Background: an optimization exercise with open tools, aiming at small area, a short achievable clock period and few clock cycles. Do not read the settings as production practice.
The RTL was checked by simulation tests, not by an equivalence proof against the original design.

==> flow/design.v <==
module gkm_opu (
    input  wire         clk,
    input  wire         rst_n,
    input  wire         cmd_valid,
    output wire         cmd_ready,
    input  wire [1:0]   cmd_op,        
    input  wire [127:0] cmd_key,       
    input  wire [63:0]  cmd_expect,
    input  wire         in_valid,
    output wire         in_ready,
    input  wire [63:0]  in_data,       
    input  wire [3:0]   in_nbytes,     
    input  wire         in_last,
    output wire         out_valid,
    input  wire         out_ready,
    output wire [63:0]  out_result,
    output wire         out_match
);
    localparam [3:0] S_IDLE = 4'd0,
                     S_CRC  = 4'd1,
                     S_HA   = 4'd2,    
                     S_HB   = 4'd3,    
                     S_LA   = 4'd4,    
                     S_LB   = 4'd5,    
                     S_F1   = 4'd6,
                     S_F2   = 4'd7,
                     S_F3   = 4'd8,
                     S_F4   = 4'd9,
                     S_FOLD = 4'd10,
                     S_CMP  = 4'd11;   
    reg  [3:0]   st;
    reg          ph;           
    reg          cfin;         
    reg  [1:0]   rc;           
    reg  [1:0]   op;           
    reg          op32;         
    reg          pend;         
    reg          cmd_pres;     
    reg  [1:0]   cop;          
    reg          cmd_rdy, in_rdy, ov;
    reg          in_rdy_o;     
    reg          ir_full, ir_last;
    reg  [3:0]   ir_n;
    reg  [63:0]  ir_d;         
    reg  [255:0] v;            
    reg  [63:0]  res;
    reg          match;
    reg  [4:0]   lenq;         
    reg          c_start;      
    reg          c_p1;         
    reg          c_p2;         
    reg          c_ph;         
    reg          c_crc;        
    reg          c_crotr;      
    reg          c_crotl;      
    reg          c_done;       
    reg          c_fold;       
    reg          c_cmp;        
    reg          c_b, c_ff, c_len, c_hb;
    reg          c_wait;       
    reg          c_inj;        
    reg          c_sir;        
    reg          c_sin;        
    reg          c_linj;       
    reg          c_rtake;      
    reg          c_h01, c_h2, c_h3, c_hres, c_hir;    
    wire [63:0] v0 = v[63:0];
    wire [63:0] v1 = v[127:64];
    wire [63:0] v2 = v[191:128];
    wire [63:0] v3 = v[255:192];
    wire [63:0] m_beat = ir_d | ((ir_last && !ir_n[3]) ? {lenq, ir_n[2:0], 56'd0} : 64'd0);
    wire [63:0] m      = c_len ? {lenq, 3'b000, 56'd0} : m_beat;
    wire [63:0] ha, hb, hy, hz;
    gkm_halfround u_half (
        .s0(v0), .s1(v1), .s2(v2), .s3(v3), .ph(c_ph),
        .a(ha), .b(hb), .y(hy), .z(hz));
    wire        in_short = in_valid && in_last && !in_nbytes[3];
    wire [4:0]  widx     = c_inj ? lenq + 5'd1 : (c_wait ? lenq : 5'd0);
    wire [63:0] in_mv;        
    genvar gk;
    generate
        for (gk = 0; gk < 8; gk = gk + 1) begin : g_inmv
            if (gk < 7) begin : g_lo
                assign in_mv[8*gk +: 8] = in_data[8*gk +: 8] & {8{in_valid && (in_nbytes > gk)}};
            end else begin : g_hi
                assign in_mv[63:56] = (in_data[63:56] & {8{in_valid && in_nbytes[3]}}) |
                                      ({widx, in_nbytes[2:0]} & {8{in_short}});
            end
        end
    endgenerate
    wire [63:0] inj = ({64{c_sir}} & (ir_d | ((ir_last && !ir_n[3]) ? {5'd0, ir_n[2:0], 56'd0} : 64'd0))) |
                      ({64{c_sin || c_inj || c_wait}} & in_mv) |
                      ({64{c_linj}} & {lenq + 5'd1, 3'b000, 56'd0});
    wire [63:0] hsh = v0 ^ v1 ^ v2 ^ v3;
    wire [63:0] cx   = v2 ^ ir_d;
    wire [7:0]  lob;
    genvar gj;
    generate
        for (gj = 0; gj < 8; gj = gj + 1) begin : g_lob
            assign lob[gj] = (ir_n <= 4'd7 - gj);
        end
    endgenerate
    wire [63:0] lom;
    generate
        for (gj = 0; gj < 8; gj = gj + 1) begin : g_lom
            assign lom[8*gj +: 8] = {8{lob[gj]}};
        end
    endgenerate
    wire [63:0] g64;
    wire [31:0] g32;
    gkm_crc_g u_crc (.t(cx & ~lom), .g64(g64), .g32(g32));
    wire [63:0] s_hi   = cx & lom;
    wire [63:0] c64n   = s_hi ^ g64;
    wire [31:0] c32n   = s_hi[31:0] ^ g32;
    wire [63:0] crc_nx = op32 ? {32'd0, c32n} : c64n;
    wire [63:0] crc_rs = op32 ? {32'd0, ~c32n} : ~c64n;
    wire        res_eq = op32 ? (res[31:0] == v0[31:0]) : (res == v0);
    wire take   = cmd_valid && cmd_rdy;
    wire accept = in_valid && in_rdy;
    wire pop    = c_crc || c_hb;
    wire hr     = (st == S_HA) || (st == S_HB) || (st == S_LA) || (st == S_LB) ||
                  (st == S_F1) || (st == S_F2) || (st == S_F3) || (st == S_F4);
    reg [3:0] st_n;
    reg       ph_n;
    always @(*) begin
        st_n = st;
        ph_n = 1'b0;
        if (hr && !ph) begin
            ph_n = (st != S_HA) || ir_full;
        end else begin
            case (st)
                S_CRC:  if (c_done) st_n = S_CMP;
                S_HA:   st_n = S_HB;
                S_HB:   st_n = !ir_last ? S_HA : (ir_n[3] ? S_LA : S_F1);
                S_LA:   st_n = S_LB;
                S_LB:   st_n = S_F1;
                S_F1:   st_n = S_F2;
                S_F2:   st_n = S_F3;
                S_F3:   st_n = S_F4;
                S_F4:   st_n = S_FOLD;
                S_FOLD: if (c_fold) st_n = S_CMP;
                S_CMP:  st_n = S_IDLE;
                default: st_n = S_IDLE;
            endcase
        end
        if (c_start) begin
            st_n = cop[1] ? S_HA : S_CRC;
            ph_n = 1'b0;
        end
    end
    wire       ir_full_n = accept || (ir_full && !pop);
    wire       ir_last_n = in_rdy ? in_last : ir_last;
    wire [3:0] ir_n_n    = in_rdy ? in_nbytes : ir_n;
    wire       ov_n      = c_cmp || (ov && !out_ready);
    wire       pend_n    = c_start || (pend && !take);
    wire       pres_n    = cmd_valid && !take;
    wire [1:0] op_n      = c_start ? cop : op;
    wire       c_crot    = c_crotr || c_crotl;
    wire       cfin_n    = c_crot || (cfin && !c_done && !c_start);
    wire [1:0] rsteps    = ir_n[2] ? (ir_n[1:0] == 2'd0 ? 2'd3 : ~ir_n[1:0]) : ir_n[1:0] - 2'd1;
    wire [1:0] rc_n      = c_crot ? (cfin ? rc - 2'd1 : rsteps) : rc;
    wire       fin_n     = (st_n == S_LA) || (st_n == S_LB) || (st_n == S_F1) || (st_n == S_F2) ||
                           (st_n == S_F3) || (st_n == S_F4) || (st_n == S_FOLD);
    wire       hr_n      = (st_n == S_HA) || (st_n == S_HB) || (st_n == S_LA) || (st_n == S_LB) ||
                           (st_n == S_F1) || (st_n == S_F2) || (st_n == S_F3) || (st_n == S_F4);
    wire       beat_n    = (st_n == S_CRC) && ir_full_n;
    wire       crot_n    = beat_n && ir_last_n && !ir_n_n[3] && (!cfin_n || rc_n != 2'd0);
    wire       rleft_n   = ir_n_n[2] && (ir_n_n[1:0] != 2'd0);
    wire       crc_n     = beat_n && !crot_n && !(ir_last_n && ov_n);
    wire       done_n    = crc_n && ir_last_n;
    wire       fold_n    = (st_n == S_FOLD) && !pend_n && !ov_n;
    wire       start_n   = ((st_n == S_IDLE) || (st_n == S_CMP)) && pres_n && !pend_n;
    wire       rdy_n     = pend_n && (!op_n[1] || (fin_n && !ov_n));
    wire       hb2_n     = (st_n == S_HB) && ph_n;
    wire       in_rdy_n  = !ir_full_n || crc_n || hb2_n;
    wire       p1_n      = hr_n && !ph_n && !((st_n == S_HA) && !ir_full_n);
    wire       p2_n      = hr_n && ph_n;
    wire       wait_n    = (st_n == S_HA) && !ph_n && !ir_full_n;
    wire       rtake_n   = rdy_n && op_n[1];
    wire [63:0] in_m;
    generate
        for (gj = 0; gj < 8; gj = gj + 1) begin : g_inm
            assign in_m[8*gj +: 8] = in_data[8*gj +: 8] & {8{in_nbytes > gj}};
        end
    endgenerate
    always @(posedge clk) begin
        if (!rst_n) begin
            st       <= S_IDLE;
            ph       <= 1'b0;
            cfin     <= 1'b0;
            rc       <= 2'd0;
            pend     <= 1'b0;
            cmd_pres <= 1'b0;
            cmd_rdy  <= 1'b0;
            in_rdy   <= 1'b1;
            in_rdy_o <= 1'b1;
            ov       <= 1'b0;
            ir_full  <= 1'b0;
            c_start  <= 1'b0;
            c_p1     <= 1'b0;
            c_p2     <= 1'b0;
            c_ph     <= 1'b0;
            c_crc    <= 1'b0;
            c_crotr  <= 1'b0;
            c_crotl  <= 1'b0;
            c_done   <= 1'b0;
            c_fold   <= 1'b0;
            c_cmp    <= 1'b0;
            c_wait   <= 1'b0;
            c_inj    <= 1'b0;
            c_sir    <= 1'b0;
            c_sin    <= 1'b0;
            c_linj   <= 1'b0;
            c_b      <= 1'b0;
            c_ff     <= 1'b0;
            c_len    <= 1'b0;
            c_hb     <= 1'b0;
            c_rtake  <= 1'b0;
            c_h01    <= 1'b0;
            c_h2     <= 1'b0;
            c_h3     <= 1'b0;
            c_hres   <= 1'b0;
            c_hir    <= 1'b0;
        end else begin
            st       <= st_n;
            ph       <= ph_n;
            cfin     <= cfin_n;
            rc       <= rc_n;
            pend     <= pend_n;
            cmd_pres <= pres_n;
            cmd_rdy  <= rdy_n;
            in_rdy   <= in_rdy_n;
            in_rdy_o <= !ir_full_n || ((st_n == S_HB) && ph_n) ||
                        ((st_n == S_CRC) && !(ir_last_n && ov_n) &&
                         !(ir_last_n && !ir_n_n[3] && (!cfin_n || rc_n != 2'd0)));
            ov       <= ov_n;
            ir_full  <= ir_full_n;
            c_start  <= start_n;
            c_p1     <= p1_n;
            c_p2     <= p2_n;
            c_ph     <= ph_n;
            c_crc    <= crc_n;
            c_crotr  <= crot_n && !rleft_n;
            c_crotl  <= crot_n && rleft_n;
            c_done   <= done_n;
            c_fold   <= fold_n;
            c_cmp    <= (st_n == S_CMP);
            c_wait   <= wait_n;
            c_inj    <= hb2_n && !ir_last_n;
            c_sir    <= start_n && ir_full_n && !crc_n;
            c_sin    <= start_n && in_rdy_n;
            c_linj   <= hb2_n && ir_last_n && ir_n_n[3];
            c_b      <= ((st_n == S_HB) || (st_n == S_LB)) && ph_n;
            c_ff     <= ((st_n == S_HB && ir_last_n && !ir_n_n[3]) || (st_n == S_LB)) && ph_n;
            c_len    <= (st_n == S_LA) || (st_n == S_LB);
            c_hb     <= hb2_n;
            c_rtake  <= rtake_n;
            c_h01    <= !(start_n || p1_n || p2_n || fold_n);
            c_h2     <= !(start_n || p1_n || p2_n || crc_n || crot_n);
            c_h3     <= !(start_n || p1_n || p2_n);      
            c_hres   <= !(rtake_n || done_n || fold_n);
            c_hir    <= !in_rdy_n && !crot_n;
        end
    end
    always @(posedge clk) begin
        cop <= cmd_op;
        if (c_start) begin
            op   <= cop;
            op32 <= (cop == 2'd0);
        end
        if (in_rdy) begin
            ir_n    <= in_nbytes;
            ir_last <= in_last;
        end
        ir_d <= ({64{in_rdy}} & in_m) | ({64{c_hir}} & ir_d);
        if (c_start)
            lenq <= 5'd0;
        else if (c_hb)
            lenq <= lenq + 5'd1;
        v[255:192] <= (({64{c_start}} & (cmd_key[127:64] ^ 64'h7465646279746573)) |
                       ({64{c_p1 || c_p2}} & hy) |
                       ({64{c_h3}}    & v3)) ^ inj;
        v[127:64]  <= ({64{c_start}} & (cmd_key[127:64] ^ 64'h646f72616e646f6d)) |
                      ({64{c_p1 || c_p2}} & hz) |
                      ({64{c_h01}}   & v1);
        v[63:0]    <= ({64{c_start}} & (cop[1] ? (cmd_key[63:0] ^ 64'h736f6d6570736575) : cmd_expect)) |
                      ({64{c_p1}}    & {ha[31:0], ha[63:32]}) |
                      ({64{c_p2}}    & (ha ^ (m & {64{c_b}}))) |
                      ({64{c_fold}}  & res) |
                      ({64{c_h01}}   & v0);
        v[191:128] <= ({64{c_start}} & (cop[1] ? (cmd_key[63:0] ^ 64'h6c7967656e657261) :
                                        (cop[0] ? 64'hFFFFFFFFFFFFFFFF : 64'h00000000FFFFFFFF))) |
                      ({64{c_p1}}    & hb) |
                      ({64{c_p2}}    & ({hb[31:0], hb[63:32]} ^ {56'd0, {8{c_ff}}})) |
                      ({64{c_crc && !c_start}} & crc_nx) |
                      ({64{c_crotr}} & {cx[7:0], cx[63:8]}) |
                      ({64{c_crotl}} & {cx[55:0], cx[63:56]}) |
                      ({64{c_h2}}    & v2);
        res <= ({64{c_rtake}} & cmd_expect) |
               ({64{c_done}}  & crc_rs) |
               ({64{c_fold}}  & hsh) |
               ({64{c_hres}}  & res);
        if (c_cmp)
            match <= res_eq;
    end
    assign cmd_ready  = cmd_rdy;
    assign in_ready   = in_rdy_o;
    assign out_valid  = ov;
    assign out_result = res;
    assign out_match  = match;
endmodule
module gkm_halfround (
    input  wire [63:0] s0, s1, s2, s3,
    input  wire        ph,
    output wire [63:0] a, b, y, z
);
    gkm_add64 u_a (.a(s0), .b(s1), .s(a));
    gkm_add64 u_b (.a(s2), .b(s3), .s(b));
    wire [63:0] r1 = ph ? {s1[42:0], s1[63:43]} : {s1[50:0], s1[63:51]};
    wire [63:0] r3 = ph ? {s3[46:0], s3[63:47]} : {s3[47:0], s3[63:48]};
    assign y = a ^ r1;
    assign z = b ^ r3;
endmodule
module gkm_add64 (
    input  wire [63:0] a,
    input  wire [63:0] b,
    output wire [63:0] s
);
    wire [63:0] g [0:6];
    wire [63:0] p [0:6];
    assign g[0] = a & b;
    assign p[0] = a ^ b;
    genvar l, i;
    generate
        for (l = 0; l < 6; l = l + 1) begin : g_lv
            for (i = 0; i < 64; i = i + 1) begin : g_bit
                if ((i >> l) & 1) begin : g_op
                    assign g[l+1][i] = g[l][i] | (p[l][i] & g[l][((i >> l) << l) - 1]);
                    assign p[l+1][i] = p[l][i] & p[l][((i >> l) << l) - 1];
                end else begin : g_pass
                    assign g[l+1][i] = g[l][i];
                    assign p[l+1][i] = p[l][i];
                end
            end
        end
    endgenerate
    assign s = p[0] ^ {g[6][62:0], 1'b0};
endmodule
module gkm_crc_g (input wire [63:0] t, output wire [63:0] g64, output wire [31:0] g32);
    wire [427:0] x;
    assign x[63:0] = t;
    assign x[64] = x[38] ^ x[48];
    assign x[65] = x[8] ^ x[43];
    assign x[66] = x[52] ^ x[53];
    assign x[67] = x[60] ^ x[61];
    assign x[68] = x[14] ^ x[62];
    assign x[69] = x[18] ^ x[47];
    assign x[70] = x[16] ^ x[45];
    assign x[71] = x[21] ^ x[37];
    assign x[72] = x[11] ^ x[44];
    assign x[73] = x[27] ^ x[55];
    assign x[74] = x[10] ^ x[28];
    assign x[75] = x[12] ^ x[35];
    assign x[76] = x[15] ^ x[34];
    assign x[77] = x[25] ^ x[39];
    assign x[78] = x[26] ^ x[40];
    assign x[79] = x[29] ^ x[50];
    assign x[80] = x[30] ^ x[51];
    assign x[81] = x[13] ^ x[24];
    assign x[82] = x[19] ^ x[58];
    assign x[83] = x[20] ^ x[49];
    assign x[84] = x[22] ^ x[59];
    assign x[85] = x[17] ^ x[46];
    assign x[86] = x[33] ^ x[54];
    assign x[87] = x[56] ^ x[57];
    assign x[88] = x[41] ^ x[63];
    assign x[89] = x[1] ^ x[23];
    assign x[90] = x[4] ^ x[36];
    assign x[91] = x[9] ^ x[31];
    assign x[92] = x[32] ^ x[42];
    assign x[93] = x[0] ^ x[72];
    assign x[94] = x[5] ^ x[6];
    assign x[95] = x[3] ^ x[67];
    assign x[96] = x[2] ^ x[64];
    assign x[97] = x[7] ^ x[65];
    assign x[98] = x[69] ^ x[71];
    assign x[99] = x[74] ^ x[77];
    assign x[100] = x[66] ^ x[86];
    assign x[101] = x[57] ^ x[76];
    assign x[102] = x[70] ^ x[75];
    assign x[103] = x[80] ^ x[81];
    assign x[104] = x[63] ^ x[68];
    assign x[105] = x[1] ^ x[84];
    assign x[106] = x[9] ^ x[85];
    assign x[107] = x[39] ^ x[83];
    assign x[108] = x[73] ^ x[82];
    assign x[109] = x[78] ^ x[79];
    assign x[110] = x[7] ^ x[89];
    assign x[111] = x[3] ^ x[61];
    assign x[112] = x[22] ^ x[38];
    assign x[113] = x[36] ^ x[92];
    assign x[114] = x[0] ^ x[2];
    assign x[115] = x[5] ^ x[40];
    assign x[116] = x[6] ^ x[14];
    assign x[117] = x[30] ^ x[49];
    assign x[118] = x[31] ^ x[55];
    assign x[119] = x[33] ^ x[52];
    assign x[120] = x[11] ^ x[87];
    assign x[121] = x[35] ^ x[70];
    assign x[122] = x[54] ^ x[66];
    assign x[123] = x[91] ^ x[93];
    assign x[124] = x[12] ^ x[41];
    assign x[125] = x[13] ^ x[45];
    assign x[126] = x[15] ^ x[19];
    assign x[127] = x[18] ^ x[43];
    assign x[128] = x[21] ^ x[59];
    assign x[129] = x[23] ^ x[27];
    assign x[130] = x[16] ^ x[88];
    assign x[131] = x[24] ^ x[65];
    assign x[132] = x[32] ^ x[73];
    assign x[133] = x[37] ^ x[69];
    assign x[134] = x[51] ^ x[90];
    assign x[135] = x[42] ^ x[95];
    assign x[136] = x[62] ^ x[96];
    assign x[137] = x[0] ^ x[29];
    assign x[138] = x[17] ^ x[44];
    assign x[139] = x[25] ^ x[34];
    assign x[140] = x[3] ^ x[64];
    assign x[141] = x[8] ^ x[68];
    assign x[142] = x[50] ^ x[71];
    assign x[143] = x[53] ^ x[87];
    assign x[144] = x[58] ^ x[78];
    assign x[145] = x[60] ^ x[94];
    assign x[146] = x[67] ^ x[79];
    assign x[147] = x[82] ^ x[84];
    assign x[148] = x[4] ^ x[23];
    assign x[149] = x[6] ^ x[48];
    assign x[150] = x[28] ^ x[47];
    assign x[151] = x[13] ^ x[80];
    assign x[152] = x[18] ^ x[87];
    assign x[153] = x[31] ^ x[111];
    assign x[154] = x[33] ^ x[66];
    assign x[155] = x[35] ^ x[83];
    assign x[156] = x[49] ^ x[74];
    assign x[157] = x[56] ^ x[73];
    assign x[158] = x[58] ^ x[79];
    assign x[159] = x[77] ^ x[85];
    assign x[160] = x[78] ^ x[88];
    assign x[161] = x[10] ^ x[97];
    assign x[162] = x[44] ^ x[106];
    assign x[163] = x[91] ^ x[100];
    assign x[164] = x[2] ^ x[46];
    assign x[165] = x[4] ^ x[41];
    assign x[166] = x[22] ^ x[56];
    assign x[167] = x[24] ^ x[38];
    assign x[168] = x[7] ^ x[75];
    assign x[169] = x[15] ^ x[92];
    assign x[170] = x[21] ^ x[69];
    assign x[171] = x[32] ^ x[70];
    assign x[172] = x[50] ^ x[76];
    assign x[173] = x[55] ^ x[83];
    assign x[174] = x[59] ^ x[68];
    assign x[175] = x[62] ^ x[119];
    assign x[176] = x[81] ^ x[90];
    assign x[177] = x[28] ^ x[93];
    assign x[178] = x[81] ^ x[100];
    assign x[179] = x[102] ^ x[107];
    assign x[180] = x[104] ^ x[109];
    assign x[181] = x[5] ^ x[26];
    assign x[182] = x[10] ^ x[61];
    assign x[183] = x[12] ^ x[29];
    assign x[184] = x[17] ^ x[34];
    assign x[185] = x[40] ^ x[51];
    assign x[186] = x[43] ^ x[52];
    assign x[187] = x[1] ^ x[87];
    assign x[188] = x[2] ^ x[88];
    assign x[189] = x[9] ^ x[76];
    assign x[190] = x[11] ^ x[118];
    assign x[191] = x[20] ^ x[89];
    assign x[192] = x[22] ^ x[90];
    assign x[193] = x[23] ^ x[94];
    assign x[194] = x[26] ^ x[88];
    assign x[195] = x[27] ^ x[90];
    assign x[196] = x[45] ^ x[126];
    assign x[197] = x[48] ^ x[65];
    assign x[198] = x[54] ^ x[72];
    assign x[199] = x[60] ^ x[127];
    assign x[200] = x[75] ^ x[117];
    assign x[201] = x[79] ^ x[84];
    assign x[202] = x[86] ^ x[112];
    assign x[203] = x[30] ^ x[107];
    assign x[204] = x[36] ^ x[98];
    assign x[205] = x[42] ^ x[140];
    assign x[206] = x[47] ^ x[105];
    assign x[207] = x[77] ^ x[103];
    assign x[208] = x[98] ^ x[134];
    assign x[209] = x[99] ^ x[130];
    assign x[210] = x[128] ^ x[146];
    assign x[211] = x[4] ^ x[12];
    assign x[212] = x[5] ^ x[20];
    assign x[213] = x[10] ^ x[46];
    assign x[214] = x[14] ^ x[38];
    assign x[215] = x[15] ^ x[25];
    assign x[216] = x[16] ^ x[58];
    assign x[217] = x[18] ^ x[53];
    assign x[218] = x[25] ^ x[44];
    assign x[219] = x[26] ^ x[51];
    assign x[220] = x[33] ^ x[46];
    assign x[221] = x[34] ^ x[39];
    assign x[222] = x[37] ^ x[50];
    assign x[223] = x[45] ^ x[57];
    assign x[224] = x[0] ^ x[82];
    assign x[225] = x[5] ^ x[137];
    assign x[226] = x[19] ^ x[76];
    assign x[227] = x[27] ^ x[92];
    assign x[228] = x[29] ^ x[116];
    assign x[229] = x[37] ^ x[92];
    assign x[230] = x[39] ^ x[138];
    assign x[231] = x[40] ^ x[75];
    assign x[232] = x[44] ^ x[83];
    assign x[233] = x[48] ^ x[91];
    assign x[234] = x[55] ^ x[75];
    assign x[235] = x[55] ^ x[82];
    assign x[236] = x[56] ^ x[125];
    assign x[237] = x[57] ^ x[72];
    assign x[238] = x[59] ^ x[86];
    assign x[239] = x[62] ^ x[114];
    assign x[240] = x[63] ^ x[89];
    assign x[241] = x[68] ^ x[89];
    assign x[242] = x[85] ^ x[94];
    assign x[243] = x[112] ^ x[129];
    assign x[244] = x[3] ^ x[143];
    assign x[245] = x[6] ^ x[96];
    assign x[246] = x[9] ^ x[97];
    assign x[247] = x[11] ^ x[99];
    assign x[248] = x[12] ^ x[95];
    assign x[249] = x[13] ^ x[108];
    assign x[250] = x[17] ^ x[96];
    assign x[251] = x[19] ^ x[101];
    assign x[252] = x[20] ^ x[141];
    assign x[253] = x[22] ^ x[151];
    assign x[254] = x[28] ^ x[145];
    assign x[255] = x[29] ^ x[98];
    assign x[256] = x[30] ^ x[131];
    assign x[257] = x[36] ^ x[121];
    assign x[258] = x[50] ^ x[98];
    assign x[259] = x[51] ^ x[122];
    assign x[260] = x[52] ^ x[101];
    assign x[261] = x[57] ^ x[102];
    assign x[262] = x[67] ^ x[109];
    assign x[263] = x[73] ^ x[99];
    assign x[264] = x[78] ^ x[103];
    assign x[265] = x[80] ^ x[152];
    assign x[266] = x[81] ^ x[97];
    assign x[267] = x[84] ^ x[120];
    assign x[268] = x[95] ^ x[113];
    assign x[269] = x[101] ^ x[156];
    assign x[270] = x[108] ^ x[149];
    assign x[271] = x[110] ^ x[144];
    assign x[272] = x[121] ^ x[154];
    assign x[273] = x[139] ^ x[171];
    assign x[274] = x[37] ^ x[123];
    assign x[275] = x[148] ^ x[179];
    assign x[276] = x[153] ^ x[161];
    assign x[277] = x[1] ^ x[54];
    assign x[278] = x[3] ^ x[42];
    assign x[279] = x[4] ^ x[27];
    assign x[280] = x[4] ^ x[32];
    assign x[281] = x[8] ^ x[10];
    assign x[282] = x[9] ^ x[26];
    assign x[283] = x[14] ^ x[40];
    assign x[284] = x[16] ^ x[41];
    assign x[285] = x[26] ^ x[41];
    assign x[286] = x[27] ^ x[33];
    assign x[287] = x[30] ^ x[32];
    assign x[288] = x[31] ^ x[54];
    assign x[289] = x[36] ^ x[42];
    assign x[290] = x[42] ^ x[48];
    assign x[291] = x[49] ^ x[62];
    assign x[292] = x[53] ^ x[59];
    assign x[293] = x[5] ^ x[80];
    assign x[294] = x[6] ^ x[64];
    assign x[295] = x[7] ^ x[150];
    assign x[296] = x[8] ^ x[80];
    assign x[297] = x[11] ^ x[115];
    assign x[298] = x[12] ^ x[114];
    assign x[299] = x[16] ^ x[92];
    assign x[300] = x[16] ^ x[124];
    assign x[301] = x[23] ^ x[115];
    assign x[302] = x[28] ^ x[115];
    assign x[303] = x[31] ^ x[185];
    assign x[304] = x[35] ^ x[85];
    assign x[305] = x[38] ^ x[65];
    assign x[306] = x[46] ^ x[72];
    assign x[307] = x[46] ^ x[129];
    assign x[308] = x[47] ^ x[71];
    assign x[309] = x[52] ^ x[138];
    assign x[310] = x[53] ^ x[215];
    assign x[311] = x[56] ^ x[71];
    assign x[312] = x[56] ^ x[116];
    assign x[313] = x[60] ^ x[74];
    assign x[314] = x[60] ^ x[83];
    assign x[315] = x[62] ^ x[183];
    assign x[316] = x[63] ^ x[77];
    assign x[317] = x[64] ^ x[71];
    assign x[318] = x[65] ^ x[137];
    assign x[319] = x[66] ^ x[212];
    assign x[320] = x[68] ^ x[76];
    assign x[321] = x[78] ^ x[117];
    assign x[322] = x[82] ^ x[85];
    assign x[323] = x[83] ^ x[129];
    assign x[324] = x[84] ^ x[94];
    assign x[325] = x[86] ^ x[150];
    assign x[326] = x[88] ^ x[112];
    assign x[327] = x[118] ^ x[218];
    assign x[328] = x[119] ^ x[290];
    assign x[329] = x[167] ^ x[181];
    assign x[330] = x[0] ^ x[104];
    assign x[331] = x[1] ^ x[157];
    assign x[332] = x[18] ^ x[101];
    assign x[333] = x[19] ^ x[96];
    assign x[334] = x[20] ^ x[160];
    assign x[335] = x[21] ^ x[102];
    assign x[336] = x[21] ^ x[122];
    assign x[337] = x[25] ^ x[95];
    assign x[338] = x[34] ^ x[104];
    assign x[339] = x[39] ^ x[202];
    assign x[340] = x[40] ^ x[153];
    assign x[341] = x[45] ^ x[158];
    assign x[342] = x[46] ^ x[134];
    assign x[343] = x[47] ^ x[108];
    assign x[344] = x[54] ^ x[105];
    assign x[345] = x[59] ^ x[154];
    assign x[346] = x[61] ^ x[132];
    assign x[347] = x[64] ^ x[110];
    assign x[348] = x[64] ^ x[133];
    assign x[349] = x[67] ^ x[202];
    assign x[350] = x[68] ^ x[198];
    assign x[351] = x[69] ^ x[113];
    assign x[352] = x[70] ^ x[93];
    assign x[353] = x[71] ^ x[155];
    assign x[354] = x[73] ^ x[102];
    assign x[355] = x[74] ^ x[95];
    assign x[356] = x[74] ^ x[105];
    assign x[357] = x[75] ^ x[103];
    assign x[358] = x[85] ^ x[313];
    assign x[359] = x[87] ^ x[238];
    assign x[360] = x[88] ^ x[174];
    assign x[361] = x[91] ^ x[130];
    assign x[362] = x[93] ^ x[187];
    assign x[363] = x[96] ^ x[225];
    assign x[364] = x[97] ^ x[283];
    assign x[365] = x[99] ^ x[122];
    assign x[366] = x[99] ^ x[173];
    assign x[367] = x[101] ^ x[124];
    assign x[368] = x[103] ^ x[128];
    assign x[369] = x[103] ^ x[188];
    assign x[370] = x[104] ^ x[142];
    assign x[371] = x[105] ^ x[130];
    assign x[372] = x[106] ^ x[293];
    assign x[373] = x[108] ^ x[172];
    assign x[374] = x[110] ^ x[127];
    assign x[375] = x[110] ^ x[133];
    assign x[376] = x[111] ^ x[132];
    assign x[377] = x[113] ^ x[150];
    assign x[378] = x[113] ^ x[236];
    assign x[379] = x[116] ^ x[120];
    assign x[380] = x[120] ^ x[124];
    assign x[381] = x[125] ^ x[175];
    assign x[382] = x[125] ^ x[192];
    assign x[383] = x[139] ^ x[147];
    assign x[384] = x[141] ^ x[142];
    assign x[385] = x[144] ^ x[323];
    assign x[386] = x[151] ^ x[308];
    assign x[387] = x[152] ^ x[327];
    assign x[388] = x[159] ^ x[176];
    assign x[389] = x[160] ^ x[169];
    assign x[390] = x[165] ^ x[297];
    assign x[391] = x[166] ^ x[189];
    assign x[392] = x[184] ^ x[240];
    assign x[393] = x[190] ^ x[201];
    assign x[394] = x[194] ^ x[196];
    assign x[395] = x[195] ^ x[200];
    assign x[396] = x[217] ^ x[229];
    assign x[397] = x[15] ^ x[203];
    assign x[398] = x[24] ^ x[250];
    assign x[399] = x[41] ^ x[136];
    assign x[400] = x[63] ^ x[260];
    assign x[401] = x[68] ^ x[135];
    assign x[402] = x[106] ^ x[208];
    assign x[403] = x[123] ^ x[145];
    assign x[404] = x[124] ^ x[208];
    assign x[405] = x[131] ^ x[263];
    assign x[406] = x[134] ^ x[272];
    assign x[407] = x[135] ^ x[147];
    assign x[408] = x[135] ^ x[191];
    assign x[409] = x[157] ^ x[247];
    assign x[410] = x[159] ^ x[259];
    assign x[411] = x[161] ^ x[214];
    assign x[412] = x[162] ^ x[168];
    assign x[413] = x[162] ^ x[182];
    assign x[414] = x[163] ^ x[204];
    assign x[415] = x[176] ^ x[340];
    assign x[416] = x[178] ^ x[321];
    assign x[417] = x[197] ^ x[265];
    assign x[418] = x[198] ^ x[209];
    assign x[419] = x[200] ^ x[331];
    assign x[420] = x[206] ^ x[355];
    assign x[421] = x[206] ^ x[365];
    assign x[422] = x[210] ^ x[224];
    assign x[423] = x[222] ^ x[273];
    assign x[424] = x[227] ^ x[394];
    assign x[425] = x[253] ^ x[318];
    assign x[426] = x[261] ^ x[351];
    assign x[427] = x[252] ^ x[274];
    assign g64[0] = (((x[270] ^ x[358]) ^ x[414]) ^ (x[360] ^ ((((x[11] ^ x[23]) ^ x[278]) ^ x[107]) ^ (x[236] ^ x[97]))));
    assign g64[1] = (x[415] ^ ((((x[32] ^ x[6]) ^ x[175]) ^ (x[230] ^ x[243])) ^ (x[341] ^ x[367])));
    assign g64[2] = ((x[207] ^ x[360]) ^ (x[396] ^ ((((x[0] ^ x[34]) ^ (x[58] ^ x[7])) ^ (x[148] ^ x[220])) ^ (x[121] ^ x[302]))));
    assign g64[3] = (((x[225] ^ (x[140] ^ x[189])) ^ x[409]) ^ (x[353] ^ ((x[81] ^ ((x[45] ^ x[62]) ^ x[217])) ^ x[271])));
    assign g64[4] = ((x[379] ^ x[395]) ^ ((x[109] ^ ((x[164] ^ x[167]) ^ (x[8] ^ (x[19] ^ x[21])))) ^ (x[209] ^ x[344])));
    assign g64[5] = (x[417] ^ (((x[100] ^ x[196]) ^ (x[213] ^ (x[49] ^ (x[21] ^ x[25])))) ^ ((x[298] ^ x[324]) ^ x[180])));
    assign g64[6] = (x[417] ^ (((x[70] ^ ((x[26] ^ x[33]) ^ x[289])) ^ x[356]) ^ (x[320] ^ (x[142] ^ x[230]))));
    assign g64[7] = (((x[243] ^ x[322]) ^ ((x[121] ^ x[199]) ^ (x[185] ^ (x[49] ^ (x[29] ^ x[2]))))) ^ (x[274] ^ x[400]));
    assign g64[8] = (((x[299] ^ ((x[67] ^ x[86]) ^ x[294])) ^ x[419]) ^ (x[370] ^ (x[123] ^ x[266])));
    assign g64[9] = (((x[245] ^ x[258]) ^ (x[259] ^ x[337])) ^ (x[367] ^ ((x[147] ^ x[191]) ^ (x[227] ^ x[306]))));
    assign g64[10] = (((x[136] ^ x[178]) ^ (x[295] ^ (x[219] ^ (x[55] ^ (x[21] ^ x[43]))))) ^ (x[275] ^ x[407]));
    assign g64[11] = ((x[338] ^ x[388]) ^ (((x[157] ^ x[197]) ^ (x[201] ^ x[232])) ^ ((x[301] ^ x[95]) ^ x[336])));
    assign g64[12] = (((x[328] ^ (x[147] ^ x[159])) ^ x[276]) ^ (x[264] ^ ((x[195] ^ x[237]) ^ (x[212] ^ (x[50] ^ (x[15] ^ x[35]))))));
    assign g64[13] = (((x[254] ^ x[273]) ^ x[404]) ^ (x[385] ^ (((x[65] ^ x[66]) ^ x[174]) ^ x[123])));
    assign g64[14] = (((x[178] ^ x[356]) ^ (x[317] ^ (x[94] ^ x[146]))) ^ (x[412] ^ x[424]));
    assign g64[15] = ((x[311] ^ (x[80] ^ ((x[29] ^ x[52]) ^ x[111]))) ^ (x[383] ^ (x[250] ^ x[361])));
    assign g64[16] = ((x[379] ^ x[382]) ^ (((x[194] ^ x[317]) ^ x[246]) ^ (x[325] ^ (((x[35] ^ x[46]) ^ x[287]) ^ x[108]))));
    assign g64[17] = (((x[326] ^ x[93]) ^ x[251]) ^ (x[336] ^ ((x[127] ^ ((x[17] ^ x[3]) ^ x[125])) ^ (x[145] ^ x[315]))));
    assign g64[18] = (x[420] ^ ((((x[17] ^ x[284]) ^ x[175]) ^ (x[197] ^ x[311])) ^ (x[123] ^ x[395])));
    assign g64[19] = ((x[392] ^ x[396]) ^ (((((x[12] ^ x[5]) ^ x[91]) ^ x[146]) ^ (x[156] ^ x[237])) ^ (x[136] ^ x[382])));
    assign g64[20] = (((x[319] ^ ((x[41] ^ x[91]) ^ x[157])) ^ x[398]) ^ (x[377] ^ ((x[168] ^ x[296]) ^ x[210])));
    assign g64[21] = (x[425] ^ (((x[152] ^ x[99]) ^ (x[71] ^ (x[149] ^ x[291]))) ^ (x[163] ^ x[268])));
    assign g64[22] = (((x[235] ^ x[237]) ^ x[163]) ^ (x[180] ^ (((x[112] ^ x[117]) ^ (x[182] ^ x[280])) ^ ((x[43] ^ (x[34] ^ x[37])) ^ x[110]))));
    assign g64[23] = ((((x[186] ^ (x[49] ^ (x[14] ^ x[3]))) ^ x[254]) ^ x[412]) ^ (x[333] ^ ((x[103] ^ x[113]) ^ (x[172] ^ x[98]))));
    assign g64[24] = ((x[276] ^ x[406]) ^ (x[348] ^ (((x[116] ^ x[126]) ^ (x[22] ^ (x[0] ^ x[13]))) ^ ((x[77] ^ x[79]) ^ x[232]))));
    assign g64[25] = ((x[372] ^ x[384]) ^ (((x[107] ^ x[122]) ^ (x[171] ^ x[226])) ^ ((x[90] ^ (x[72] ^ x[78])) ^ x[347])));
    assign g64[26] = ((x[326] ^ ((x[185] ^ x[281]) ^ x[242])) ^ (((x[73] ^ ((x[15] ^ x[24]) ^ x[114])) ^ x[163]) ^ (x[179] ^ x[258])));
    assign g64[27] = (x[423] ^ ((x[305] ^ x[314]) ^ (((x[58] ^ x[286]) ^ x[104]) ^ (x[105] ^ x[303]))));
    assign g64[28] = (((x[155] ^ ((x[53] ^ x[219]) ^ x[133])) ^ (x[245] ^ x[350])) ^ ((x[373] ^ x[378]) ^ x[276]));
    assign g64[29] = (((x[140] ^ ((x[52] ^ x[126]) ^ x[132])) ^ (x[177] ^ x[179])) ^ ((x[246] ^ x[342]) ^ (x[359] ^ x[370])));
    assign g64[30] = ((x[350] ^ x[374]) ^ ((((x[279] ^ x[94]) ^ x[201]) ^ (x[300] ^ x[303])) ^ (x[205] ^ x[251])));
    assign g64[31] = (x[275] ^ (((x[169] ^ x[235]) ^ (x[309] ^ x[97])) ^ (x[254] ^ x[369])));
    assign g64[32] = (x[418] ^ (x[343] ^ ((x[146] ^ x[301]) ^ (x[291] ^ (x[48] ^ (x[24] ^ x[37]))))));
    assign g64[33] = (((x[207] ^ x[248]) ^ (x[307] ^ (x[109] ^ x[224]))) ^ (x[411] ^ x[414]));
    assign g64[34] = (x[427] ^ (x[421] ^ (x[346] ^ (((x[165] ^ x[64]) ^ x[226]) ^ x[264]))));
    assign g64[35] = (((x[335] ^ x[363]) ^ x[409]) ^ (x[389] ^ ((x[241] ^ x[314]) ^ x[163])));
    assign g64[36] = (((x[260] ^ x[262]) ^ (x[298] ^ ((x[24] ^ x[30]) ^ x[147]))) ^ (x[375] ^ ((x[171] ^ x[233]) ^ x[252])));
    assign g64[37] = ((x[361] ^ x[368]) ^ ((((x[286] ^ x[89]) ^ (x[32] ^ x[281])) ^ (x[155] ^ x[310])) ^ ((x[322] ^ x[95]) ^ x[136])));
    assign g64[38] = (x[423] ^ (((x[164] ^ x[166]) ^ (x[285] ^ ((x[53] ^ x[61]) ^ x[148]))) ^ (x[266] ^ x[270])));
    assign g64[39] = (((x[295] ^ x[329]) ^ x[162]) ^ (x[359] ^ ((x[141] ^ x[155]) ^ (x[278] ^ ((x[25] ^ x[51]) ^ x[129])))));
    assign g64[40] = ((x[341] ^ (x[170] ^ ((x[282] ^ x[90]) ^ (x[60] ^ x[149])))) ^ (x[400] ^ x[405]));
    assign g64[41] = ((x[334] ^ ((x[86] ^ (x[118] ^ x[77])) ^ x[257])) ^ (x[425] ^ ((x[309] ^ (x[170] ^ x[193])) ^ x[401])));
    assign g64[42] = (x[420] ^ (((x[86] ^ (x[76] ^ x[81])) ^ x[203]) ^ (x[93] ^ ((x[8] ^ x[280]) ^ x[144]))));
    assign g64[43] = ((x[241] ^ (((x[2] ^ x[33]) ^ x[139]) ^ x[233])) ^ (x[390] ^ (x[210] ^ x[354])));
    assign g64[44] = ((x[242] ^ ((x[166] ^ x[76]) ^ x[156])) ^ (x[357] ^ ((x[194] ^ x[239]) ^ x[268])));
    assign g64[45] = (x[422] ^ (((x[277] ^ ((x[48] ^ x[8]) ^ x[165])) ^ x[366]) ^ (x[143] ^ (x[106] ^ x[121]))));
    assign g64[46] = ((x[344] ^ x[372]) ^ (((x[170] ^ x[173]) ^ x[262]) ^ (x[239] ^ (((x[10] ^ x[58]) ^ x[289]) ^ x[120]))));
    assign g64[47] = ((x[267] ^ x[270]) ^ ((((x[62] ^ (x[10] ^ x[31])) ^ x[188]) ^ (x[89] ^ (x[186] ^ x[80]))) ^ (x[248] ^ x[258])));
    assign g64[48] = ((x[339] ^ ((x[131] ^ x[132]) ^ (x[223] ^ (x[114] ^ x[116])))) ^ (x[404] ^ x[413]));
    assign g64[49] = ((x[381] ^ x[391]) ^ (((x[115] ^ x[235]) ^ (x[306] ^ x[99])) ^ (x[205] ^ x[375])));
    assign g64[50] = (x[275] ^ (((x[120] ^ x[131]) ^ (x[160] ^ x[228])) ^ ((x[292] ^ ((x[34] ^ x[47]) ^ x[213])) ^ x[333])));
    assign g64[51] = ((x[345] ^ x[387]) ^ ((((x[222] ^ x[74]) ^ x[193]) ^ (x[196] ^ x[231])) ^ (x[256] ^ x[330])));
    assign g64[52] = (((x[299] ^ ((x[49] ^ x[119]) ^ x[101])) ^ x[405]) ^ (x[255] ^ ((x[140] ^ x[174]) ^ (x[89] ^ (x[138] ^ x[219])))));
    assign g64[53] = ((((x[82] ^ (x[117] ^ x[279])) ^ x[177]) ^ (x[272] ^ x[391])) ^ ((x[316] ^ (x[109] ^ x[199])) ^ x[398]));
    assign g64[54] = ((x[362] ^ x[386]) ^ ((((x[139] ^ x[216]) ^ (x[67] ^ x[94])) ^ (x[234] ^ x[328])) ^ (x[180] ^ x[246])));
    assign g64[55] = (((x[177] ^ x[251]) ^ x[408]) ^ (x[339] ^ ((x[234] ^ x[98]) ^ (x[80] ^ (x[26] ^ x[164])))));
    assign g64[56] = (((x[191] ^ ((x[137] ^ x[166]) ^ (x[186] ^ x[221]))) ^ x[415]) ^ (x[343] ^ (x[136] ^ x[335])));
    assign g64[57] = ((x[353] ^ x[388]) ^ (((x[84] ^ ((x[44] ^ x[48]) ^ x[287])) ^ x[244]) ^ (x[302] ^ (x[188] ^ x[241]))));
    assign g64[58] = ((x[266] ^ x[267]) ^ ((((x[4] ^ x[126]) ^ x[106]) ^ (x[109] ^ x[319])) ^ (x[136] ^ x[263])));
    assign g64[59] = (x[418] ^ (((((x[14] ^ x[9]) ^ x[183]) ^ x[145]) ^ (x[170] ^ x[296])) ^ (x[244] ^ x[385])));
    assign g64[60] = (((x[192] ^ ((x[23] ^ x[220]) ^ x[131])) ^ x[397]) ^ (x[248] ^ ((x[133] ^ x[143]) ^ x[180])));
    assign g64[61] = (((x[135] ^ x[265]) ^ (x[242] ^ ((x[167] ^ x[90]) ^ x[172]))) ^ ((x[345] ^ x[352]) ^ (x[364] ^ x[366])));
    assign g64[62] = ((((x[94] ^ (x[62] ^ x[165])) ^ (x[97] ^ x[98])) ^ x[410]) ^ (x[262] ^ (((x[72] ^ x[76]) ^ (x[82] ^ x[91])) ^ (x[102] ^ x[187]))));
    assign g64[63] = ((x[334] ^ ((x[122] ^ x[151]) ^ x[136])) ^ (x[426] ^ ((x[324] ^ ((x[7] ^ x[8]) ^ x[108])) ^ x[413])));
    assign g32[0] = ((x[358] ^ x[363]) ^ ((((x[221] ^ x[284]) ^ (x[43] ^ x[119])) ^ x[204]) ^ (x[249] ^ x[267])));
    assign g32[1] = (((x[177] ^ x[203]) ^ x[407]) ^ (x[348] ^ (((x[184] ^ x[89]) ^ x[143]) ^ (x[228] ^ x[231]))));
    assign g32[2] = ((x[397] ^ x[399]) ^ (x[422] ^ (x[374] ^ (x[231] ^ ((x[223] ^ x[288]) ^ x[176])))));
    assign g32[3] = ((x[371] ^ x[384]) ^ ((x[207] ^ x[268]) ^ (x[232] ^ ((x[115] ^ x[118]) ^ (x[164] ^ x[82])))));
    assign g32[4] = (((x[180] ^ x[247]) ^ (x[249] ^ x[332])) ^ (x[342] ^ (((x[20] ^ x[111]) ^ (x[70] ^ x[92])) ^ (x[193] ^ x[233]))));
    assign g32[5] = ((x[330] ^ x[332]) ^ ((((x[60] ^ (x[32] ^ x[55])) ^ x[107]) ^ (x[168] ^ x[192])) ^ (x[245] ^ x[264])));
    assign g32[6] = ((x[364] ^ x[393]) ^ (((x[304] ^ x[96]) ^ (x[69] ^ x[240])) ^ (x[269] ^ x[337])));
    assign g32[7] = (((x[269] ^ x[357]) ^ (x[305] ^ (x[142] ^ x[175]))) ^ (x[376] ^ ((x[84] ^ (x[148] ^ x[181])) ^ x[162])));
    assign g32[8] = ((((x[81] ^ (x[56] ^ x[69])) ^ x[338]) ^ (x[99] ^ (x[158] ^ x[243]))) ^ (x[403] ^ x[406]));
    assign g32[9] = ((x[349] ^ x[369]) ^ (((x[132] ^ x[170]) ^ (x[310] ^ x[312])) ^ ((x[43] ^ x[102]) ^ x[271])));
    assign g32[10] = (x[401] ^ (((x[288] ^ ((x[23] ^ x[58]) ^ x[215])) ^ (x[329] ^ x[93])) ^ (x[161] ^ x[255])));
    assign g32[11] = ((x[346] ^ x[352]) ^ (((x[105] ^ x[294]) ^ x[256]) ^ (x[316] ^ ((x[211] ^ x[282]) ^ (x[62] ^ x[126])))));
    assign g32[12] = ((x[347] ^ x[383]) ^ ((((x[186] ^ x[223]) ^ x[160]) ^ (x[173] ^ x[315])) ^ (x[123] ^ x[204])));
    assign g32[13] = (((x[177] ^ x[256]) ^ x[426]) ^ (x[392] ^ (x[173] ^ ((x[181] ^ x[79]) ^ x[154]))));
    assign g32[14] = (x[421] ^ ((((x[167] ^ x[80]) ^ (x[55] ^ (x[41] ^ x[50]))) ^ x[261]) ^ x[403]));
    assign g32[15] = (x[410] ^ ((x[190] ^ (((x[10] ^ x[2]) ^ x[149]) ^ (x[183] ^ x[67]))) ^ (x[271] ^ x[378])));
    assign g32[16] = (x[416] ^ (((x[164] ^ x[133]) ^ (x[174] ^ x[97])) ^ (x[376] ^ x[380])));
    assign g32[17] = ((x[325] ^ ((x[60] ^ x[211]) ^ x[141])) ^ (((x[143] ^ x[172]) ^ (x[91] ^ (x[218] ^ x[88]))) ^ (x[205] ^ x[249])));
    assign g32[18] = ((x[349] ^ (x[155] ^ (x[114] ^ (x[52] ^ (x[11] ^ x[14]))))) ^ (x[402] ^ x[424]));
    assign g32[19] = (x[408] ^ (x[380] ^ ((x[158] ^ x[239]) ^ (x[292] ^ (x[17] ^ (x[13] ^ x[15]))))));
    assign g32[20] = ((((x[127] ^ x[211]) ^ (x[216] ^ x[277])) ^ ((x[57] ^ x[114]) ^ x[104])) ^ (x[135] ^ x[368]));
    assign g32[21] = ((x[209] ^ x[255]) ^ (x[362] ^ (((x[220] ^ x[64]) ^ x[153]) ^ (x[195] ^ x[320]))));
    assign g32[22] = (x[419] ^ ((x[199] ^ (x[90] ^ (x[128] ^ x[213]))) ^ (x[381] ^ x[389])));
    assign g32[23] = ((x[66] ^ ((x[14] ^ x[18]) ^ (x[42] ^ x[63]))) ^ (((x[118] ^ x[128]) ^ (x[182] ^ x[64])) ^ (x[158] ^ x[230])));
    assign g32[24] = (((x[132] ^ ((x[137] ^ x[70]) ^ x[100])) ^ x[399]) ^ (x[386] ^ ((x[85] ^ ((x[36] ^ x[58]) ^ x[115])) ^ x[269])));
    assign g32[25] = ((x[205] ^ x[371]) ^ (((x[100] ^ x[133]) ^ (x[158] ^ x[190])) ^ ((x[221] ^ (x[28] ^ x[117])) ^ (x[304] ^ x[312]))));
    assign g32[26] = ((x[307] ^ ((x[31] ^ x[216]) ^ x[100])) ^ (((x[142] ^ x[156]) ^ (x[168] ^ x[169])) ^ (x[253] ^ x[390])));
    assign g32[27] = ((x[178] ^ x[377]) ^ (x[393] ^ ((((x[0] ^ x[51]) ^ x[184]) ^ (x[214] ^ x[65])) ^ (x[193] ^ x[300]))));
    assign g32[28] = (((x[199] ^ x[228]) ^ (x[229] ^ x[234])) ^ (x[207] ^ ((((x[48] ^ x[56]) ^ x[138]) ^ x[100]) ^ (x[110] ^ x[189]))));
    assign g32[29] = ((x[387] ^ (((x[2] ^ x[61]) ^ x[226]) ^ x[257])) ^ (x[411] ^ x[416]));
    assign g32[30] = ((((((x[32] ^ x[54]) ^ x[285]) ^ x[159]) ^ x[244]) ^ (x[257] ^ x[373])) ^ x[427]);
    assign g32[31] = (x[402] ^ (((x[144] ^ x[169]) ^ (x[187] ^ x[238])) ^ ((x[74] ^ (x[63] ^ (x[20] ^ x[38]))) ^ x[354])));
endmodule
==> flow/flow/run.sh <==
#!/bin/bash
# The standard layout (the standard.sh: ORFS synthesis to finish, unchanged
# steps and settings), except that the buffers ORFS puts on every input and
# output port are sky130_fd_sc_hd__buf_2 instead of the default delay buffer.
set -euo pipefail
export BUFFER_PORTS_ARGS="-buffer_cell sky130_fd_sc_hd__buf_2"
bash standard.sh > standard_flow.log 2>&1
==> flow/standard.sh <==
#!/bin/bash
# synth_recipe.tcl (not shown) runs the flow's synth.tcl, then flattens the netlist and writes it again
# the make line also repeats each setting of config.mk as NAME=value (left out here)
make -C /OpenROAD-flow-scripts/flow DESIGN_CONFIG=/design/flow/config.mk WORK_HOME=/design/flow/orfs CLKGATE_MAP_FILE= SYNTH_SCRIPT=/design/flow/synth_recipe.tcl "${@:-finish}"
==> flow/config.mk <==
export PLATFORM = sky130hd
export DESIGN_NAME = gkm_opu
export DESIGN_NICKNAME = gkm_opu
export VERILOG_FILES = /design/flow/design.v
export SDC_FILE = /design/flow/constraint.sdc
export NUM_CORES = 4
export LEC_CHECK = 0
export CAP_MARGIN = 25
export CORE_MARGIN = 2
export CORE_UTILIZATION = 40
export PLACE_DENSITY = 0.6
export SLEW_MARGIN = 25
==> flow/constraint.sdc <==
create_clock -name core_clock -period 25.0 [get_ports {clk}]
set_input_delay 5.0000 -clock core_clock [delete_from_list [all_inputs] [get_ports {clk}]]
set_output_delay 5.0000 -clock core_clock [all_outputs]
set_load 0.01 [all_outputs]
==> out/metrics.yaml, run 1 <==
final_net_count: 5756
drt-pass1-iter-count: 13
fillerInstances: 10800
clk_root_buffer_cell: "sky130_fd_sc_hd__clkbuf_16"
synthesis.area_per_instance_um2: 8.69
clkTransAtPathRegs_ns: 0.06
post_cts.repair.setup_buffers: 0
drv_slew: 0
period_share: 0.263
floorplan.rows: 120
clockBufferDepth: 3
async_flop_share: 0
final_antenna_net_count: 0
worstPathBufferInverterCount: 1
area_growth_from_synthesis_to_final_layout_pct: 14.8
ys.warnings.count: 2
synthesis.nets: 5415
yosys.cell_types.count: 87
setup_ws_ns: 18.42
min_delay_worst_type: "reg -> reg"
floorplan.initialDensity: 0.405
route.detailed.vias_per_inst: 6.85
multi_input_comb_area_um2: 33600
dp_hpwl_mm: 247
io_pins: 336
ctsHoldBuffers: 0
placeableCoreArea_um2: 108000
area.sequential_um2: 8800
post_route_cells_drive_above_1_share: 0.157
clock_tree_from_tritoncts: "done"
post_synth_instance_area_um2: 43500
drv_cap: 0
yosysSeqAreaShare: 0.202
number_of_antenna_violations_at_the_first_check_in_global_routing: 24
critical_path.max_stage_delay_ns: 1.09
post_synth_inst_count: 5006
achievable-frequency_ghz: 0.152
place.gp.congestion: 1.16
grt_use_total: 0.538
top_flip_flop_cell_by_instance_count_after_synthesis: "sky130_fd_sc_hd__dfxtp_1"
cts_buffer_count: 55
gr-total-overflow: 0
wl_per_cell_um: 45.6
ys_ff_latch: 437
post_route_setup_tns_ns: 0
cp_data_arrival_time_ns: 7.22
slew-limit-headroom: 0.0720
clk_latency_ns: 0.74
outcome: "finished clean"
worst_setup_path_start_kind: "input pin"
placement.io_buffers: 335
worst_slack_at_placement_ns: 18.00
crit_path_category: "in -> reg"
floorplan.die.height_um: 334
critical_path.max_fanout: 10
final-setup-viol-count: 0
initialDrtViolationCount: 9482
dieWidth_um: 334
drc: 0
first_global_vias: 42900
timing.critical_path.to_type: "flop"
detail_route.wirelength_mm: 310
cts.htree.levels: 2
pin_count_of_the_biggest_net_entering_global_routing: 105
fin_skew_ns: 0.0742
worst-endpoint-required_ns: 25.64
cts_sinks: 437
worst_slew_pin_slew_ns: 1.39
finalHoldViolations: 0
critical_path.slowest_cell: "sky130_fd_sc_hd__nor4_4"
cts-resized-gates: 0
die_area_um2: 111000
period_minus_slack_ns: 6.58
critPathTopFamily: "simple AND/OR/NAND/NOR gates"
critical_path.cell_chain: "buf_2 > nor4_4 > nor2_1 > a22oi_1 > xor2_1"
synth_edf_count: 2
rsz0062_at_grt: "false"
global_route_wire_length_before_repair_mm: 404
num_vias: 46600
[cells in the mapped netlist, drive strengths merged, types with 12 or more instances]
| master | count | area share |
|---|---|---|
| o21ai | 286 | 0.037 |
| nand2 | 378 | 0.033 |
| a221o | 61 | 0.014 |
| a21o | 34 | 0.0059 |
| nand2b | 24 | 0.0035 |
| a221oi | 40 | 0.0081 |
| inv | 105 | 0.0091 |
| mux2 | 22 | 0.0057 |
| dfxtp | 435 | 0.20 |
| fa | 12 | 0.0055 |
| nand4 | 26 | 0.0037 |
| and3 | 18 | 0.0026 |
| buf | 50 | 0.0065 |
| mux2i | 155 | 0.036 |
| nor3 | 39 | 0.0045 |
| xor2 | 594 | 0.13 |
| nor2b | 56 | 0.0081 |
| a22oi | 161 | 0.028 |
| a22o | 80 | 0.016 |
| a211oi | 18 | 0.0032 |
| xnor2 | 1210 | 0.25 |
| nand3 | 51 | 0.0059 |
| a21oi | 176 | 0.020 |
| clkbuf | 218 | 0.019 |
| nor4 | 17 | 0.0024 |
| a222oi | 178 | 0.041 |
| o21a | 27 | 0.0047 |
| o211ai | 75 | 0.013 |
| ha | 129 | 0.037 |
| nor2 | 171 | 0.016 |
| o2111ai | 13 | 0.0026 |
| and2 | 23 | 0.0033 |
[per-stage QoR]
step	hold slack, ns	utilization	area (um^2)	cells
floorplan	0.435	-	43500	5006
global placement	0.481	0.443	47600	6687
detailed placement	0.489	0.444	47800	6692
CTS	0.503	0.463	49800	6796
global route	0.532	0.464	49900	6800
finish	0.506	0.464	49900	6812
[worst register-to-register path, delay by kind of cell (launching register included)]
| kind | cells | cell delay, ns |
|---|---|---|
| AO/OA/AOI/OAI | 2 | 0.26 |
| flip-flops | 1 | 0.49 |
| adder cells (fa/ha/maj) | 1 | 0.21 |
| buffers and inverters | 3 | 0.70 |
| AND/OR/NAND/NOR | 1 | 0.85 |
| XOR/XNOR | 7 | 2.96 |
| multiplexers | 1 | 0.52 |
[flip-flops by register name (all words and copies together), names as in the netlist, 2 cells and up]
signal	flops
cop	2
ir_d	64
ir_n	4
lenq	5
rc	2
res	64
st	4
v	256
[worst paths after layout]
| check | slack, ns | to | depth (start not counted) | start |
|---|---|---|---|---|
| worst min register to register | 0.51 | op[1] | 1 | op[1] |
| worst max register to register | 18.83 | v[131] | 15 | ir_n[0] |
| worst max-delay path | 18.42 | v[198] | 5 | in_nbytes[2] |
| worst min-delay path | 0.51 | op[1] | 1 | op[1] |
[cell usage in the layout, fill, tap and decap left out, types with 13 or more instances in the layout]
cell / count
sky130_fd_sc_hd__o211ai_1: 75
sky130_fd_sc_hd__o21ai_2: 17
sky130_fd_sc_hd__nor4_1: 16
sky130_fd_sc_hd__nand2_1: 375
sky130_fd_sc_hd__xor2_2: 24
sky130_fd_sc_hd__a21oi_1: 176
sky130_fd_sc_hd__xor2_4: 16
sky130_fd_sc_hd__a221oi_1: 40
sky130_fd_sc_hd__ha_1: 129
sky130_fd_sc_hd__a22o_1: 80
sky130_fd_sc_hd__a211oi_1: 16
sky130_fd_sc_hd__and2_1: 21
sky130_fd_sc_hd__dfxtp_1: 419
sky130_fd_sc_hd__inv_1: 105
sky130_fd_sc_hd__nor3_1: 38
sky130_fd_sc_hd__clkinv_2: 15
sky130_fd_sc_hd__nor2_1: 156
sky130_fd_sc_hd__xor2_1: 554
sky130_fd_sc_hd__diode_2: 15
sky130_fd_sc_hd__o21ai_0: 244
sky130_fd_sc_hd__nor2b_1: 49
sky130_fd_sc_hd__o21ai_1: 13
sky130_fd_sc_hd__nand3_1: 51
sky130_fd_sc_hd__buf_4: 211
sky130_fd_sc_hd__xnor2_2: 36
sky130_fd_sc_hd__nand4_1: 26
sky130_fd_sc_hd__a222oi_1: 178
sky130_fd_sc_hd__a21o_1: 34
sky130_fd_sc_hd__mux2_2: 22
sky130_fd_sc_hd__a221o_1: 61
sky130_fd_sc_hd__xnor2_1: 1166
sky130_fd_sc_hd__and3_1: 18
sky130_fd_sc_hd__mux2i_1: 151
sky130_fd_sc_hd__o2111ai_1: 13
sky130_fd_sc_hd__nand2b_1: 23
sky130_fd_sc_hd__a22oi_1: 161
sky130_fd_sc_hd__buf_2: 335
sky130_fd_sc_hd__o21a_1: 27
sky130_fd_sc_hd__clkbuf_16: 55
[layout make-up]
cell class,instances,share of cell area
multi-input cells,4193,0.673
inverters,108,0.00814
well taps,1403,0.0352
diodes,15,0.000752
clock inverters,34,0.00932
repair buffers,552,0.0671
clock buffers,70,0.0303
flip-flops and latches,437,0.176
[cell families (layout without fill, tap and decap cells)]
family | count (synthesis) | after routing | share of synthesized area
buf+inv | 376 | 764 | 0.0346
other cells | 0 | 15 | 0
mux | 177 | 177 | 0.0418
xor+xnor | 1813 | 1813 | 0.383
compound gates | 1223 | 1223 | 0.208
flops | 437 | 437 | 0.202
fa+ha+maj | 141 | 141 | 0.0426
simple gates | 839 | 839 | 0.0888
[routing by layer]
metal / vias up / share of wire / track usage
met5: - / 0.00023 / 0.00217
met4: 10 / 0.13 / 0.534
met3: 1389 / 0.13 / 0.184
met2: 4342 / 0.39 / 0.754
met1: 22400 / 0.35 / 0.627
li1: 18500 / - / -
Testbench counts, summed over its fixed seeds: cycles 98,169.
==> inputs of run 2 (changes only) <==
--- a/flow/config.mk
+++ b/flow/config.mk
@@ -8,5 +8,5 @@
 export CAP_MARGIN = 25
 export CORE_MARGIN = 2
-export CORE_UTILIZATION = 40
-export PLACE_DENSITY = 0.6
+export CORE_UTILIZATION = 45
+export PLACE_DENSITY = 0.62
 export SLEW_MARGIN = 25
==> run 2 against run 1 <==
Final cell count is 1.7% lower. Cell area grew 0.10%. Critical path type is now reg -> out. Critical endpoint is now out_result[63]. Largest cell class unchanged.
==> out/metrics.yaml, run 2 <==
drc: 0
post_synth_instance_area_um2: 43500
dieWidth_um: 315
cts_buffer_count: 54
detail_route.wirelength_mm: 303
pin_count_of_the_biggest_net_entering_global_routing: 76
synthesis.area_per_instance_um2: 8.69
postLayoutCellArea_um2: 50000
worst_slew_pin_slew_ns: 1.29
outcome: "finished clean"
final_antenna_net_count: 0
achievable-frequency_ghz: 0.152
floorplan.initialDensity: 0.452
cts-resized-gates: 0
crit_path_category: "reg -> out"
top_flip_flop_cell_by_instance_count_after_synthesis: "sky130_fd_sc_hd__dfxtp_1"
gr-total-overflow: 0
clkTransAtPathRegs_ns: 0.07
post_route_cells_drive_above_1_share: 0.159
biggest_regs: "v: 256 flops, ir_d: 64 flops, res: 64 flops"
place_inst: 6556
async_flop_share: 0
clk_latency_ns: 0.72
worst_setup_path_start_kind: "flop"
yosys.cell_types.count: 87
drv_cap: 0
finish.cell_count_without_fillers: 6694
final.hold.worst_slack_ns: 0.506
drt-pass1-iter-count: 15
critical_path.cell_chain: "buf_2"
wl_per_cell_um: 45.3
number_of_antenna_violations_at_the_first_check_in_global_routing: 31
post_route_setup_tns_ns: 0
final_net_count: 5752
critical_path.max_stage_delay_ns: 0.60
yosysSeqAreaShare: 0.202
post_cts.repair.setup_buffers: 0
placeableCoreArea_um2: 96300
cts.htree.levels: 2
drv_slew: 0
yosys.cell_count.top_type: "sky130_fd_sc_hd__xnor2_1"
critPathTopFamily: "flip-flops"
final-setup-viol-count: 0
ys_ff_latch: 437
fin_skew_ns: 0.0426
worst-endpoint-required_ns: 20.00
floorplan.die.height_um: 315
synth_edf_count: 2
clockBufferDepth: 3
placement.io_buffers: 335
finalHoldViolations: 0
utilization: 0.519
mostFrequentLayoutCell: "sky130_fd_sc_hd__xnor2_1"
worstPathBufferInverterCount: 1
fillerInstances: 9224
synth.top_cell.area_share: 0.240
placed_cell_area_um2: 47600
mostFrequentLayoutCells: "sky130_fd_sc_hd__xnor2_1 (1164), sky130_fd_sc_hd__xor2_1 (547), sky130_fd_sc_hd__dfxtp_1 (419), sky130_fd_sc_hd__nand2_1 (375), sky130_fd_sc_hd__buf_2 (335)"
clk_root_buffer_cell: "sky130_fd_sc_hd__clkbuf_16"
min_delay_worst_type: "reg -> reg"
floorplan.rows: 114
route.detailed.vias_per_inst: 7.19
post_synth_inst_count: 5006
first_global_vias: 43500
ys.warnings.count: 2
rsz0062_at_grt: "false"
timing.critical_path.to_type: "output port"
max_ffs_per_register: 256
place.gp.congestion: 1.19
io_pins: 336
area.sequential_um2: 8800
period_share: 0.262
synth_area_leaders: "sky130_fd_sc_hd__xnor2_1 (24%), sky130_fd_sc_hd__dfxtp_1 (20%), sky130_fd_sc_hd__xor2_1 (11%)"
grt_use_total: 0.593
yosys.area.top_type: "sky130_fd_sc_hd__xnor2_1"
period_minus_slack_ns: 6.56
slew-limit-headroom: 0.137
cts_sinks: 437
ys_top_cells_by_count: "sky130_fd_sc_hd__xnor2_1 (1190), sky130_fd_sc_hd__xor2_1 (563), sky130_fd_sc_hd__dfxtp_1 (435), sky130_fd_sc_hd__nand2_1 (376), sky130_fd_sc_hd__o21ai_0 (247)"
initialDrtViolationCount: 10800
cp_data_arrival_time_ns: 1.56
multi_input_comb_area_um2: 33700
clock_tree_from_tritoncts: "done"
area_growth_from_synthesis_to_final_layout_pct: 14.9
num_vias: 48100
die_area_um2: 99200
dp_hpwl_mm: 237
critical_path.max_fanout: 4
critical_path.slowest_cell: "sky130_fd_sc_hd__dfxtp_1"
registers.top_by_ff_count: "v"
ctsHoldBuffers: 0
synthesis.nets: 5415
global_route_wire_length_before_repair_mm: 396
-- run 2: area by class of cell --
cell class | instances | area share
Multi-Input combinational cell | 4193 | 0.674
Sequential cell | 437 | 0.176
Timing Repair Buffer | 549 | 0.0669
Tap cell | 1276 | 0.0319
Clock buffer | 68 | 0.0309
Clock inverter | 32 | 0.0103
Inverter | 108 | 0.00814
Antenna cell | 31 | 0.00155
-- run 2: routing by layer --
metal / GRT usage / routed length (um) / part of all wire / up-vias
met5: 0.0208 / 232 / 0.00076 / -
li1: - / - / - / 18500
met1: 0.651 / 98900 / 0.33 / 22700
met4: 0.628 / 41800 / 0.14 / 8
met3: 0.270 / 45900 / 0.15 / 1750
met2: 0.809 / 117000 / 0.38 / 5164
-- run 2: kinds of logic after synthesis --
| logic type | Yosys count | synth area share |
|---|---|---|
| AOI/OAI and AO/OA | 1223 | 0.208 |
| xor gates and xnor gates | 1813 | 0.383 |
| adders and majority gates | 141 | 0.0426 |
| buffers and inverters | 376 | 0.0346 |
| DFF | 437 | 0.202 |
| muxes | 177 | 0.0418 |
| and+or+nand+nor | 839 | 0.0888 |
-- run 2: per-stage QoR --
step,worst slack [ns]
floorplan,18.58
global placement,18.00
detailed placement,17.95
CTS,18.54
global route,18.50
finish,18.44
-- run 2: final timing paths --
| check | from | endpoint | slack [ns] | depth (start not counted) |
|---|---|---|---|---|
| max | res[63] | out_result[63] | 18.44 | 1 |
| min | op[1] | op[1] | 0.51 | 1 |
| max reg2reg | v[78] | v[252] | 18.58 | 13 |
| min reg2reg | op[1] | op[1] | 0.51 | 1 |

## port drivers added, routing unchanged
In the flow no input, the clock included, has a driving cell. The finished layouts below were timed again as built, in two steps. Step 1 (the two cells are an assumption about what drives the block):
set clk [get_ports {clk}]
set_driving_cell -lib_cell sky130_fd_sc_hd__clkbuf_16 $clk
set_driving_cell -lib_cell sky130_fd_sc_hd__buf_2 [delete_from_list [all_inputs] $clk]
Step 2 adds t to the input delays and takes it off the output delays; t is the mean of the earliest and latest rising clock arrival at the registers after step 1. Input paths then give back, and output paths get back, about the clock's delay inside the block. a / b / c = no drivers / after step 1 / after step 2; a / b = the first two.
| run | t, ns | setup slack, ns | slew at the worst register clock pin (ns) |
|---|---|---|---|
| run 1 | 0.787 | 18.416 / 18.354 / 17.699 | 0.07 / 0.07 |
| run 2 | 0.786 | 18.440 / 18.354 / 17.939 | 0.07 / 0.07 |
After both steps every run listed still meets setup and hold. For run 1, which loses most, drivers alone change the setup slack by -0.062 ns; drivers and shift together by -0.717 ns.
